This design comes from an exercise in tuning for small area, a short achievable clock period and few clock cycles per item on the open sky130 flow, not from production work.
Only simulation tests tie the RTL to the original design; equivalence was not proved.
Power is estimated from default activity; no workload was simulated.

<file path="config.mk">
export PLATFORM = sky130hd
export DESIGN_NAME = sha256_core
export DESIGN_NICKNAME = sha256_core
export VERILOG_FILES = /design/flow/design.v
export SDC_FILE = /design/flow/constraint.sdc
export NUM_CORES = 4
export LEC_CHECK = 0
export CAP_MARGIN = 20
export CORE_MARGIN = 2
export CORE_UTILIZATION = 40
export PLACE_DENSITY = 0.6
export SLEW_MARGIN = 20
</file>
<file path="constraint.sdc">
create_clock -name core_clock -period 10.0 [get_ports {clk}]
set_input_delay 2.0000 -clock core_clock [delete_from_list [all_inputs] [get_ports {clk}]]
set_output_delay 2.0000 -clock core_clock [all_outputs]
set_load 0.01 [all_outputs]
</file>
<file path="design.v">
module sha256_core (
    input  wire         clk,
    input  wire         rst,         
    input  wire         in_valid,
    output wire         in_ready,
    input  wire [31:0]  in_data,     
    input  wire         in_first,    
    input  wire         in_last,     
    output wire         out_valid,
    input  wire         out_ready,
    output wire [255:0] out_digest   
);
    localparam [1:0] S_LOAD  = 2'd0,
                     S_ROUND = 2'd1,
                     S_ADD   = 2'd2,
                     S_OUT   = 2'd3;
    reg [1:0]  state;
    reg [3:0]  widx;             
    reg [5:0]  rnd;              
    reg        blk_first, blk_last;
    reg [31:0] w [0:15];         
    reg [31:0] a, b, c, d, e, f, g, h;
    reg [31:0] H0, H1, H2, H3, H4, H5, H6, H7;
    reg [31:0] kt;
    always @(*) begin
        case (rnd)
            6'd0:  kt = 32'h428a2f98; 6'd1:  kt = 32'h71374491;
            6'd2:  kt = 32'hb5c0fbcf; 6'd3:  kt = 32'he9b5dba5;
            6'd4:  kt = 32'h3956c25b; 6'd5:  kt = 32'h59f111f1;
            6'd6:  kt = 32'h923f82a4; 6'd7:  kt = 32'hab1c5ed5;
            6'd8:  kt = 32'hd807aa98; 6'd9:  kt = 32'h12835b01;
            6'd10: kt = 32'h243185be; 6'd11: kt = 32'h550c7dc3;
            6'd12: kt = 32'h72be5d74; 6'd13: kt = 32'h80deb1fe;
            6'd14: kt = 32'h9bdc06a7; 6'd15: kt = 32'hc19bf174;
            6'd16: kt = 32'he49b69c1; 6'd17: kt = 32'hefbe4786;
            6'd18: kt = 32'h0fc19dc6; 6'd19: kt = 32'h240ca1cc;
            6'd20: kt = 32'h2de92c6f; 6'd21: kt = 32'h4a7484aa;
            6'd22: kt = 32'h5cb0a9dc; 6'd23: kt = 32'h76f988da;
            6'd24: kt = 32'h983e5152; 6'd25: kt = 32'ha831c66d;
            6'd26: kt = 32'hb00327c8; 6'd27: kt = 32'hbf597fc7;
            6'd28: kt = 32'hc6e00bf3; 6'd29: kt = 32'hd5a79147;
            6'd30: kt = 32'h06ca6351; 6'd31: kt = 32'h14292967;
            6'd32: kt = 32'h27b70a85; 6'd33: kt = 32'h2e1b2138;
            6'd34: kt = 32'h4d2c6dfc; 6'd35: kt = 32'h53380d13;
            6'd36: kt = 32'h650a7354; 6'd37: kt = 32'h766a0abb;
            6'd38: kt = 32'h81c2c92e; 6'd39: kt = 32'h92722c85;
            6'd40: kt = 32'ha2bfe8a1; 6'd41: kt = 32'ha81a664b;
            6'd42: kt = 32'hc24b8b70; 6'd43: kt = 32'hc76c51a3;
            6'd44: kt = 32'hd192e819; 6'd45: kt = 32'hd6990624;
            6'd46: kt = 32'hf40e3585; 6'd47: kt = 32'h106aa070;
            6'd48: kt = 32'h19a4c116; 6'd49: kt = 32'h1e376c08;
            6'd50: kt = 32'h2748774c; 6'd51: kt = 32'h34b0bcb5;
            6'd52: kt = 32'h391c0cb3; 6'd53: kt = 32'h4ed8aa4a;
            6'd54: kt = 32'h5b9cca4f; 6'd55: kt = 32'h682e6ff3;
            6'd56: kt = 32'h748f82ee; 6'd57: kt = 32'h78a5636f;
            6'd58: kt = 32'h84c87814; 6'd59: kt = 32'h8cc70208;
            6'd60: kt = 32'h90befffa; 6'd61: kt = 32'ha4506ceb;
            6'd62: kt = 32'hbef9a3f7; default: kt = 32'hc67178f2;
        endcase
    end
    wire        use_iv = blk_first;
    wire [31:0] iv0 = use_iv ? 32'h6a09e667 : H0;
    wire [31:0] iv1 = use_iv ? 32'hbb67ae85 : H1;
    wire [31:0] iv2 = use_iv ? 32'h3c6ef372 : H2;
    wire [31:0] iv3 = use_iv ? 32'ha54ff53a : H3;
    wire [31:0] iv4 = use_iv ? 32'h510e527f : H4;
    wire [31:0] iv5 = use_iv ? 32'h9b05688c : H5;
    wire [31:0] iv6 = use_iv ? 32'h1f83d9ab : H6;
    wire [31:0] iv7 = use_iv ? 32'h5be0cd19 : H7;
    wire [31:0] S1  = {e[5:0], e[31:6]} ^ {e[10:0], e[31:11]} ^ {e[24:0], e[31:25]};
    wire [31:0] ch  = (e & f) ^ (~e & g);
    wire [31:0] t1  = h + S1 + ch + kt + w[0];
    wire [31:0] S0  = {a[1:0], a[31:2]} ^ {a[12:0], a[31:13]} ^ {a[21:0], a[31:22]};
    wire [31:0] maj = (a & b) ^ (a & c) ^ (b & c);
    wire [31:0] t2  = S0 + maj;
    wire [31:0] s0  = {w[1][6:0], w[1][31:7]} ^ {w[1][17:0], w[1][31:18]} ^ (w[1] >> 3);
    wire [31:0] s1  = {w[14][16:0], w[14][31:17]} ^ {w[14][18:0], w[14][31:19]} ^ (w[14] >> 10);
    wire [31:0] w_new = s1 + w[9] + s0 + w[0];
    assign in_ready   = (state == S_LOAD);
    assign out_valid  = (state == S_OUT);
    assign out_digest = {H0, H1, H2, H3, H4, H5, H6, H7};
    integer i;
    always @(posedge clk) begin
        if (rst) begin
            state <= S_LOAD;
            widx  <= 4'd0;
        end else begin
            case (state)
                S_LOAD: begin
                    if (in_valid) begin
                        for (i = 0; i < 15; i = i + 1)
                            w[i] <= w[i + 1];
                        w[15] <= in_data;
                        if (widx == 4'd0) begin
                            blk_first <= in_first;
                            blk_last  <= in_last;
                        end
                        widx <= widx + 4'd1;
                        if (widx == 4'd15) begin
                            state <= S_ROUND;
                            rnd   <= 6'd0;
                            a <= iv0; b <= iv1; c <= iv2; d <= iv3;
                            e <= iv4; f <= iv5; g <= iv6; h <= iv7;
                        end
                    end
                end
                S_ROUND: begin
                    h <= g;
                    g <= f;
                    f <= e;
                    e <= d + t1;
                    d <= c;
                    c <= b;
                    b <= a;
                    a <= t1 + t2;
                    for (i = 0; i < 15; i = i + 1)
                        w[i] <= w[i + 1];
                    w[15] <= w_new;
                    rnd <= rnd + 6'd1;
                    if (rnd == 6'd63)
                        state <= S_ADD;
                end
                S_ADD: begin
                    H0 <= iv0 + a;
                    H1 <= iv1 + b;
                    H2 <= iv2 + c;
                    H3 <= iv3 + d;
                    H4 <= iv4 + e;
                    H5 <= iv5 + f;
                    H6 <= iv6 + g;
                    H7 <= iv7 + h;
                    state <= blk_last ? S_OUT : S_LOAD;
                end
                S_OUT: begin
                    if (out_ready)
                        state <= S_LOAD;
                end
            endcase
        end
    end
endmodule
</file>
<file path="run.sh">
#!/bin/bash
# synth_recipe.tcl (not shown) runs the flow's synth.tcl, then flattens the netlist and writes it again
# the make line also repeats each setting of config.mk as NAME=value (left out here)
make -C /OpenROAD-flow-scripts/flow DESIGN_CONFIG=/design/flow/config.mk WORK_HOME=/design/flow/orfs CLKGATE_MAP_FILE= SYNTH_SCRIPT=/design/flow/synth_recipe.tcl finish
</file>
==> results.sh <==
export IMPL_yosysTopAreaCell="edfxtp_1"
export IMPL_antenna_found_initial=10
export IMPL_synth_distinct_cells=89
export IMPL_drt_total_wl_um=210000
export IMPL_synth_edf_count=1032
export IMPL_place_congestion=0.985
export IMPL_period_share_pct=84.5
export IMPL_ctsResizeCount=0
export IMPL_synth_seq_area_share_pct=48.9
export IMPL_cp_top_family="compound AO/OA/AOI/OAI gates"
export IMPL_grt_overflow_total=0
export IMPL_synth_nets=6110
export IMPL_setup_viol=0
export IMPL_grt_use_total_pct=25.0
export IMPL_drive_above_1_share_pct=11.8
export IMPL_pre_cts_ws_ps=1700
export IMPL_setup_ws_ps=1550
export IMPL_cp_end_kind="flop"
export IMPL_min_from="w[3][20]"
export IMPL_relSlewSlack_pct=24.1
export IMPL_core_area_um2=161000
export IMPL_max_freq_mhz=118
export IMPL_hp_class="reg2reg"
export IMPL_cts_root_buf="clkbuf_16"
export IMPL_min_period_ps=8450
export IMPL_drcViolationCount=0
export IMPL_dieWidth_um=407
export IMPL_syn_instance_count=5482
export IMPL_status="timing/DRC/antenna clean"
export IMPL_drv_cap=0
export IMPL_cts_made_buffers=119
export IMPL_cp_required_ps=10520
export IMPL_drv_slew=0
export IMPL_synth_common_cells="edfxtp_1, xnor2_1, ha_1, a21oi_1, inv_1"
export IMPL_cp_max_fo=6
export IMPL_wire_per_inst_um=26.1
export IMPL_htree_levels=3
export IMPL_yosys_warnings=2
export IMPL_tritoncts="yes"
export IMPL_synth_top_area_share_pct=47.7
export IMPL_reg2regPathDepth=30
export IMPL_via_count=45100
export IMPL_clk_latency_ps=790
export IMPL_critPathMaxStageDelay_ps=520
export IMPL_hold_depth=0
export IMPL_grt_pass1_vias=43700
export IMPL_total_power_mw=11.0
export IMPL_detail_route_vias_per_cell=5.62
export IMPL_port_buffers=295
export IMPL_place_area_um2=70600
export IMPL_top_register="w"
export IMPL_postRouteAntennaNets=0
export IMPL_grt_pass1_wl_um=301000
export IMPL_nNetsFinal=6384
export IMPL_worst_path_buf_inv=4
export IMPL_io_pins=296
export IMPL_drt_iter0_markers=4353
export IMPL_leakagePower_nw=27.9
export IMPL_row_count=147
export IMPL_hold_end="w[2][20]"
export IMPL_synth_ff_type="edfxtp_1"
export IMPL_dr_pass1_iters=5
export IMPL_power_density_nw_per_um2=147
export IMPL_ys_seq_elements=1070
export IMPL_stdcell_area_um2=74600
export IMPL_skew_ps=52.3
export IMPL_start_util_pct=40.3
export IMPL_clock_path_buffers=3
export IMPL_r2r_slack_ps=1550
export IMPL_syn2layout_area_growth_pct=14.9
export IMPL_worst_path_max_delay_cell="edfxtp_1"
export IMPL_cts_hold_buffers=0
export IMPL_path_clk_slew_ps=60
export IMPL_synth_most_common_cell="edfxtp_1"
export IMPL_worstMarginPinSlew_ps=1130
export IMPL_synth_area_leaders="edfxtp_1, ha_1, fa_1"
export IMPL_hold_slack_ps=395
export IMPL_r2r_start="e[27]"
export IMPL_clkSinkCount=1070
export IMPL_finalHoldViolations=0
export IMPL_r2r_end="a[28]"
export IMPL_dp_hpwl_um=158000
export IMPL_rsz0062_at_grt="no"
export IMPL_dieArea_um2=165000
export IMPL_worstSetupPathDepth=30
export IMPL_grt_max_degree=135
export IMPL_die_h_um=407
export IMPL_largest_register_ff_count=512
export IMPL_setup_tns_ps=0
export IMPL_syn_area_per_cell_um2=11.8
export IMPL_async_flop_share_pct=0
export IMPL_peakVddDrop_mv=0.142
export IMPL_path_class="reg2reg"
export IMPL_critPathLaunchType="flop"
export IMPL_cts_setup_buffers=0
export IMPL_worstPathArrival_ps=8970
export IMPL_synth_area_um2=64900
[stage by stage]
step | util [%] | std cells
floorplan | - | 5482
global placement | 43.9 | 7795
detailed placement | 43.9 | 7795
CTS | 46.3 | 8021
global route | 46.3 | 8021
finish | 46.3 | 8026
[layout by cell type (no fill, tap or decap), types with 38 or more instances in the layout]
master / instances
xnor2_1: 433
nor2_1: 273
a21oi_1: 381
ha_1: 385
nand2b_1: 49
or2_2: 147
xor2_1: 154
fa_1: 195
nand2_1: 200
clkdlybuf4s50_1: 295
o21a_1: 56
nand3_1: 84
nor2b_1: 151
dfxtp_1: 38
clkbuf_16: 119
nor3_1: 71
inv_1: 341
edfxtp_1: 1032
mux2_2: 240
and3_1: 52
o21ai_0: 224
o21bai_1: 53
a21o_1: 188
[report_power, final]
group          total, mW  leakage (nW)  internal [mW]  switching (mW)
clock               4.47          1.92           2.49            1.97
sequential          5.05          9.79           4.99          0.0595
combinational       1.44          16.2          0.595           0.841
[cell families after synthesis]
family / count (synthesis) / synth area share, %
simple gates: 1157 / 9.06
fa+ha+maj: 592 / 13.7
mux: 273 / 4.70
compound gates: 1274 / 12.6
buf+inv: 529 / 3.10
flops: 1070 / 48.9
xor+xnor: 587 / 7.92
[metal layers]
metal / global-route usage (%) / part of all wire (%) / up-vias
li1: - / - / 20500
met1: 36.4 / 45 / 22600
met2: 38.3 / 45 / 1640
met3: 3.04 / 6.4 / 309
met4: 8.92 / 3.6 / 4
met5: 0 / 0.011 / -
[worst max-delay path by stage]
stage                     start     end
after CTS                 e[27]   a[28]
after detailed placement  e[27]   a[28]
after floorplan             rst  kt[28]
after global placement    e[27]   a[28]
final                     e[27]   a[28]
after global routing      e[27]   a[28]
[area by class of cell]
cell class | count | area [um2]
antenna | 5 | 12.5
tap | 2160 | 2700
timing repair buffer | 336 | 3310
inverter | 346 | 1320
clock inverter | 88 | 908
clock buffer | 138 | 3050
fill | 14800 | 86400
multi-input combinational | 3883 | 31500
sequential | 1070 | 31800
Testbench counts, summed over its fixed seeds: cycles 64,958, blocks 798.

-- what the ideal ports hide --
The results above use ideal ports. As a check the final layout listed here was re-extracted and re-timed, cells and wires unchanged. Step 1 sets driving cells, clkbuf_16 on the clock port and buf_2 on the other inputs (assumed; they add their load-dependent delay and slew). Step 2 also shifts input and output timing later by t, the mid clock arrival at the registers, as if the neighbouring blocks saw the same clock. Slacks: no drivers / after step 1 / after step 2; pairs: no drivers / after step 1.
t, ns: 0.849
slack for setup (ns): 1.546 / 1.546 / 1.546
hold slack, ns: 0.395 / 0.395 / 0.395
latest minus earliest clock arrival (ns): 0.062 / 0.061
worst slew at a driven data input, ns: 0.08
After both steps setup and hold are still met in this run. For this run, drivers alone change the setup slack by 0.000 ns; drivers and shift together by 0.000 ns.
